From an optimization exercise on the open Yosys and OpenROAD flow, aimed at small area, a short achievable clock period and few clock cycles per item; shortcuts taken in it are not production practice.
In this exercise RTL edits were held to simulation tests only and were not proved equivalent to the original.

== yarrow ==
==> flow/design.v <==
module cry_sha256 (
    input  wire         clk,
    input  wire         rst,
    input  wire         in_valid,
    output wire         in_ready,
    input  wire         in_first,
    input  wire [31:0]  in_data,
    output wire         out_valid,
    output wire [255:0] digest
);
    localparam [31:0] IV0 = 32'h6a09e667, IV1 = 32'hbb67ae85,
                      IV2 = 32'h3c6ef372, IV3 = 32'ha54ff53a,
                      IV4 = 32'h510e527f, IV5 = 32'h9b05688c,
                      IV6 = 32'h1f83d9ab, IV7 = 32'h5be0cd19;
    reg         act;           
    reg  [5:0]  k;             
    reg         nw;            
    reg         nf;            
    reg         fst;           
    reg         ov;
    reg  [3:0]  sc;            
    reg         ok;            
    reg  [31:0] sr [0:15];     
    reg  [31:0] a, b, c, d, e, f, g;
    reg  [31:0] p;             
    reg  [31:0] ra0, ra1, ra2, ra3, re0, re1, re2, re3;
    reg  [2:0]  ph;
    reg         ov1;
    reg [31:0] kn;
    always @* begin
        case (k)
            6'd63: kn = 32'h428a2f98;
            6'd0:  kn = 32'h71374491;
            6'd1:  kn = 32'hb5c0fbcf;
            6'd2:  kn = 32'he9b5dba5;
            6'd3:  kn = 32'h3956c25b;
            6'd4:  kn = 32'h59f111f1;
            6'd5:  kn = 32'h923f82a4;
            6'd6:  kn = 32'hab1c5ed5;
            6'd7:  kn = 32'hd807aa98;
            6'd8:  kn = 32'h12835b01;
            6'd9:  kn = 32'h243185be;
            6'd10: kn = 32'h550c7dc3;
            6'd11: kn = 32'h72be5d74;
            6'd12: kn = 32'h80deb1fe;
            6'd13: kn = 32'h9bdc06a7;
            6'd14: kn = 32'hc19bf174;
            6'd15: kn = 32'he49b69c1;
            6'd16: kn = 32'hefbe4786;
            6'd17: kn = 32'h0fc19dc6;
            6'd18: kn = 32'h240ca1cc;
            6'd19: kn = 32'h2de92c6f;
            6'd20: kn = 32'h4a7484aa;
            6'd21: kn = 32'h5cb0a9dc;
            6'd22: kn = 32'h76f988da;
            6'd23: kn = 32'h983e5152;
            6'd24: kn = 32'ha831c66d;
            6'd25: kn = 32'hb00327c8;
            6'd26: kn = 32'hbf597fc7;
            6'd27: kn = 32'hc6e00bf3;
            6'd28: kn = 32'hd5a79147;
            6'd29: kn = 32'h06ca6351;
            6'd30: kn = 32'h14292967;
            6'd31: kn = 32'h27b70a85;
            6'd32: kn = 32'h2e1b2138;
            6'd33: kn = 32'h4d2c6dfc;
            6'd34: kn = 32'h53380d13;
            6'd35: kn = 32'h650a7354;
            6'd36: kn = 32'h766a0abb;
            6'd37: kn = 32'h81c2c92e;
            6'd38: kn = 32'h92722c85;
            6'd39: kn = 32'ha2bfe8a1;
            6'd40: kn = 32'ha81a664b;
            6'd41: kn = 32'hc24b8b70;
            6'd42: kn = 32'hc76c51a3;
            6'd43: kn = 32'hd192e819;
            6'd44: kn = 32'hd6990624;
            6'd45: kn = 32'hf40e3585;
            6'd46: kn = 32'h106aa070;
            6'd47: kn = 32'h19a4c116;
            6'd48: kn = 32'h1e376c08;
            6'd49: kn = 32'h2748774c;
            6'd50: kn = 32'h34b0bcb5;
            6'd51: kn = 32'h391c0cb3;
            6'd52: kn = 32'h4ed8aa4a;
            6'd53: kn = 32'h5b9cca4f;
            6'd54: kn = 32'h682e6ff3;
            6'd55: kn = 32'h748f82ee;
            6'd56: kn = 32'h78a5636f;
            6'd57: kn = 32'h84c87814;
            6'd58: kn = 32'h8cc70208;
            6'd59: kn = 32'h90befffa;
            6'd60: kn = 32'ha4506ceb;
            6'd61: kn = 32'hbef9a3f7;
            default: kn = 32'hc67178f2;
        endcase
    end
    reg k_lo, k_61, k_62, k_63, k_sch, k_hi;    
    reg sel_h, sel_iv;         
    wire al = (sc == 4'd0);                    
    assign in_ready  = al && (act ? (!ok || k_lo || k_62 || (k_63 && nw)) : (nw || ph == 3'd5));
    assign out_valid = ov;
    assign digest    = {ra0, ra1, ra2, ra3, re0, re1, re2, re3};
    wire take = in_valid && in_ready;
    wire go   = act && ok;                     
    wire stall = al && !in_valid && (act ? (!ok || k_lo || (k_63 && nw)) : nw);
    wire nxt  = take && nw;                    
    wire iv   = nf && nw && k_63 && al;        
    wire pre  = !act && nw && al;              
    reg [5:0] kx;                              
    always @* begin
        kx = k;
        if (rst)
            kx = 6'd63;
        else if (!act) begin
            if (take && nw) kx = 6'd0;
        end else if (go) begin
            if (k_63) kx = nxt ? 6'd0 : 6'd63;
            else      kx = k + 6'd1;
        end
    end
    always @(posedge clk) begin
        k     <= kx;
        k_lo  <= (kx <= 6'd13);                
        k_61  <= (kx == 6'd61);
        k_62  <= (kx == 6'd62);
        k_63  <= (kx == 6'd63);
        k_sch <= (kx >= 6'd14) && (kx <= 6'd61);   
        k_hi  <= (kx >= 6'd62);                
        sel_h  <= (kx == 6'd63) && !fst;       
        sel_iv <= (kx == 6'd63) && fst;
    end
    wire k_fin = k_61 || k_62 || k_63;         
    function [63:0] csa;
        input [31:0] x, y, z;
        csa = {x ^ y ^ z, ((x & y) | (x & z) | (y & z)) << 1};
    endfunction
    function [31:0] add;
        input [31:0] x, y;
        reg [31:0] gg, pp, g2, p2;
        integer s, j;
        begin
            gg = x & y;
            pp = x ^ y;
            g2 = gg;
            p2 = pp;
            for (s = 1; s < 32; s = s * 2) begin
                for (j = 31; j >= s; j = j - 1) begin
                    g2[j] = g2[j] | (p2[j] & g2[j - s]);
                    p2[j] = p2[j] & p2[j - s];
                end
            end
            add = pp ^ {g2[30:0], 1'b0};
        end
    endfunction
    wire [31:0] s1e = {e[5:0], e[31:6]} ^ {e[10:0], e[31:11]} ^ {e[24:0], e[31:25]};
    wire [31:0] ch  = (e & f) ^ (~e & g);
    wire [31:0] s0a = {a[1:0], a[31:2]} ^ {a[12:0], a[31:13]} ^ {a[21:0], a[31:22]};
    wire [31:0] maj = (a & b) | (a & c) | (b & c);
    wire [31:0] b0  = ({32{sel_h}} & ra2) | ({32{sel_iv}} & IV0);
    wire [31:0] b4  = ({32{sel_h}} & re2) | ({32{sel_iv}} & IV4);
    wire [63:0] l1a = csa(s1e, ch, p);
    wire [63:0] l1b = csa(s0a, maj, b0);
    wire [63:0] l2a = csa(l1a[63:32], l1a[31:0], l1b[63:32]);
    wire [63:0] l3a = csa(l2a[63:32], l2a[31:0], l1b[31:0]);
    wire [31:0] an  = add(l3a[63:32], l3a[31:0]);    
    wire [63:0] l2e = csa(l1a[63:32], l1a[31:0], d);
    wire [63:0] l3e = csa(l2e[63:32], l2e[31:0], b4);
    wire [31:0] en  = add(l3e[63:32], l3e[31:0]);    
    wire        fin = go && k_fin;
    wire [31:0] ba  = (fin && fst) ? (k_61 ? IV3 : k_62 ? IV2 : IV1) : ra3;
    wire [31:0] be  = (fin && fst) ? (k_61 ? IV7 : k_62 ? IV6 : IV5) : re3;
    wire [31:0] sa  = ba + (fin ? a : 32'd0);
    wire [31:0] se  = be + (fin ? e : 32'd0);
    wire [31:0] hn  = iv ? IV7 : k_63 ? re1 : g;
    wire [63:0] lp  = csa(hn, kn, sr[15]);
    wire [31:0] pn  = lp[63:32] + lp[31:0];
    wire [31:0] w1  = sr[1];
    wire [31:0] w14 = sr[14];
    wire [31:0] sg0 = {w1[6:0], w1[31:7]} ^ {w1[17:0], w1[31:18]} ^ (w1 >> 3);
    wire [31:0] sg1 = {w14[16:0], w14[31:17]} ^ {w14[18:0], w14[31:19]} ^ (w14 >> 10);
    wire [63:0] lw1 = csa(sg1, sg0, sr[9]);
    wire [63:0] lw2 = csa(lw1[63:32], lw1[31:0], sr[0]);
    wire [31:0] wn  = lw2[63:32] + lw2[31:0];
    integer i;
    always @(posedge clk) begin
        for (i = 0; i < 15; i = i + 1)
            sr[i] <= sr[i + 1];
        sr[15] <= take ? in_data : (go && k_sch) ? wn : sr[0];
    end
    always @(posedge clk) begin
        if (iv) begin
            {a, b, c, d, e, f, g} <= {IV0, IV1, IV2, IV3, IV4, IV5, IV6};
        end else if (go) begin
            if (k_63)
                {a, b, c, d, e, f, g} <= {an, sa, ra0, ra1, en, se, re0};
            else
                {a, b, c, d, e, f, g} <= {an, a, b, c, en, e, f};
        end else begin
            {a, b, c, d, e, f, g} <= {p, a, b, c, d, e, f};
        end
        p <= (go || pre) ? pn : g;
    end
    always @(posedge clk) begin
        {ra0, ra1, ra2} <= {sa, ra0, ra1};
        {re0, re1, re2} <= {se, re0, re1};
        ra3 <= (go && k_63) ? an : ra2;
        re3 <= (go && k_63) ? en : re2;
    end
    always @(posedge clk) begin
        if (rst) begin
            act <= 1'b0;
            nw  <= 1'b0;
            ov  <= 1'b0;
            ov1 <= 1'b0;
            sc  <= 4'd0;
            ph  <= 3'd5;                       
            ok  <= 1'b0;
        end else begin
            ok <= !act ? nxt : !ok ? take : k_lo ? take : k_63 ? nxt : 1'b1;
            ph <= ph + 3'd1;
            if (!al || stall)
                sc <= sc + 4'd1;
            ov1 <= go && k_63;
            ov  <= ov1;
            if (take && !nw)
                nf <= in_first;
            if (!act) begin
                if (take) begin
                    nw <= !nw;
                    if (nw) begin
                        act <= 1'b1;
                        fst <= nf;
                    end
                end
            end else if (go) begin
                if (k_63) begin
                    if (nxt) begin
                        fst <= nf;
                        nw  <= 1'b0;
                    end else begin
                        act <= 1'b0;
                        nw  <= nw || take;
                    end
                end else begin
                    if (k_62)
                        nw <= take;
                end
            end
        end
    end
endmodule
Settings: LEC_CHECK=0, CAP_MARGIN=20, CORE_MARGIN=2, CORE_UTILIZATION=60, PLACE_DENSITY=0.75, SETUP_SLACK_MARGIN=5, SLEW_MARGIN=20; clock period 10.0 ns.
standard.sh (not shown) runs the stock make flow with config.mk's settings and CLKGATE_MAP_FILE= SYNTH_SCRIPT=/design/flow/synth_recipe.tcl, a recipe that flattens the netlist after the stock synthesis.
==> flow/flow/run.sh <==
#!/bin/bash
# The standard layout (ORFS, standard synthesis), except that the port
# buffers are plain sky130_fd_sc_hd__buf_1 cells rather than the delay
# buffers buffer_ports picks by default. make's output goes to
# flow_standard.log; each ORFS step keeps its own log under orfs/logs/.
set -euo pipefail
bash standard.sh "BUFFER_PORTS_ARGS=-buffer_cell sky130_fd_sc_hd__buf_1" finish > flow_standard.log 2>&1
yarrow reached the end of the flow, and the finished layout is clean on the timing, DRC and antenna checks.
Testbench counts of yarrow, summed over its fixed seeds: cycles 81,952, blocks 1,280.
#### Input delta (garnet over yarrow)
- CTS_CLUSTER_SIZE now 25, previously not set
- TNS_END_PERCENT now 0, previously not set
- CTS_CLUSTER_DIAMETER now 70, previously not set
### Flow results
garnet finished end to end and its layout was clean on timing, DRC and antenna.
Changes observed in garnet relative to yarrow: count of buffers added by post-CTS timing repair for setup went down, cell area after placement did not really move, via count went down, met1 layer usage reported by global route went down.
The lower cell area came out of garnet.
NOTE clock-buffer cell count yarrow->garnet decreased by more than half
[compare] base=yarrow new=garnet: final critical-path share of the clock period went down 0.30 points, net total in the final layout went down 73, count of plain and timing-repair buffers went down 6.4%.

## separate check: timing with driven ports
The results above use ideal ports. As a check the final layouts listed here were re-extracted and re-timed, cells and wires unchanged. Step 1: set_driving_cell puts a clkbuf_16 on clk and a buf_2 on each other input, an assumption about the parent block. Step 2 moves the port delays by t, midway between the first and last clock arrival at a register: inputs arrive t later, outputs are due t later. That takes back most of the time a late clock gives input paths. Three values: no drivers, after step 1, after step 2; two values: the first two.
| run | t, ns | setup slack, ns | hold slack, ns | worst register clock-pin slew, ns | worst slew at a driven data input, ns |
|---|---|---|---|---|---|
| yarrow | 0.766 | 4.897 / 4.897 / 4.441 | 0.304 / 0.304 / 0.304 | 0.07 / 0.07 | 0.04 |
| garnet | 0.744 | 4.927 / 4.927 / 4.389 | 0.318 / 0.318 / 0.318 | 0.10 / 0.10 | 0.04 |
After both steps setup and hold are still met in every run listed. For garnet, which loses most, drivers alone change the setup slack by 0.000 ns; drivers and shift together by -0.538 ns.
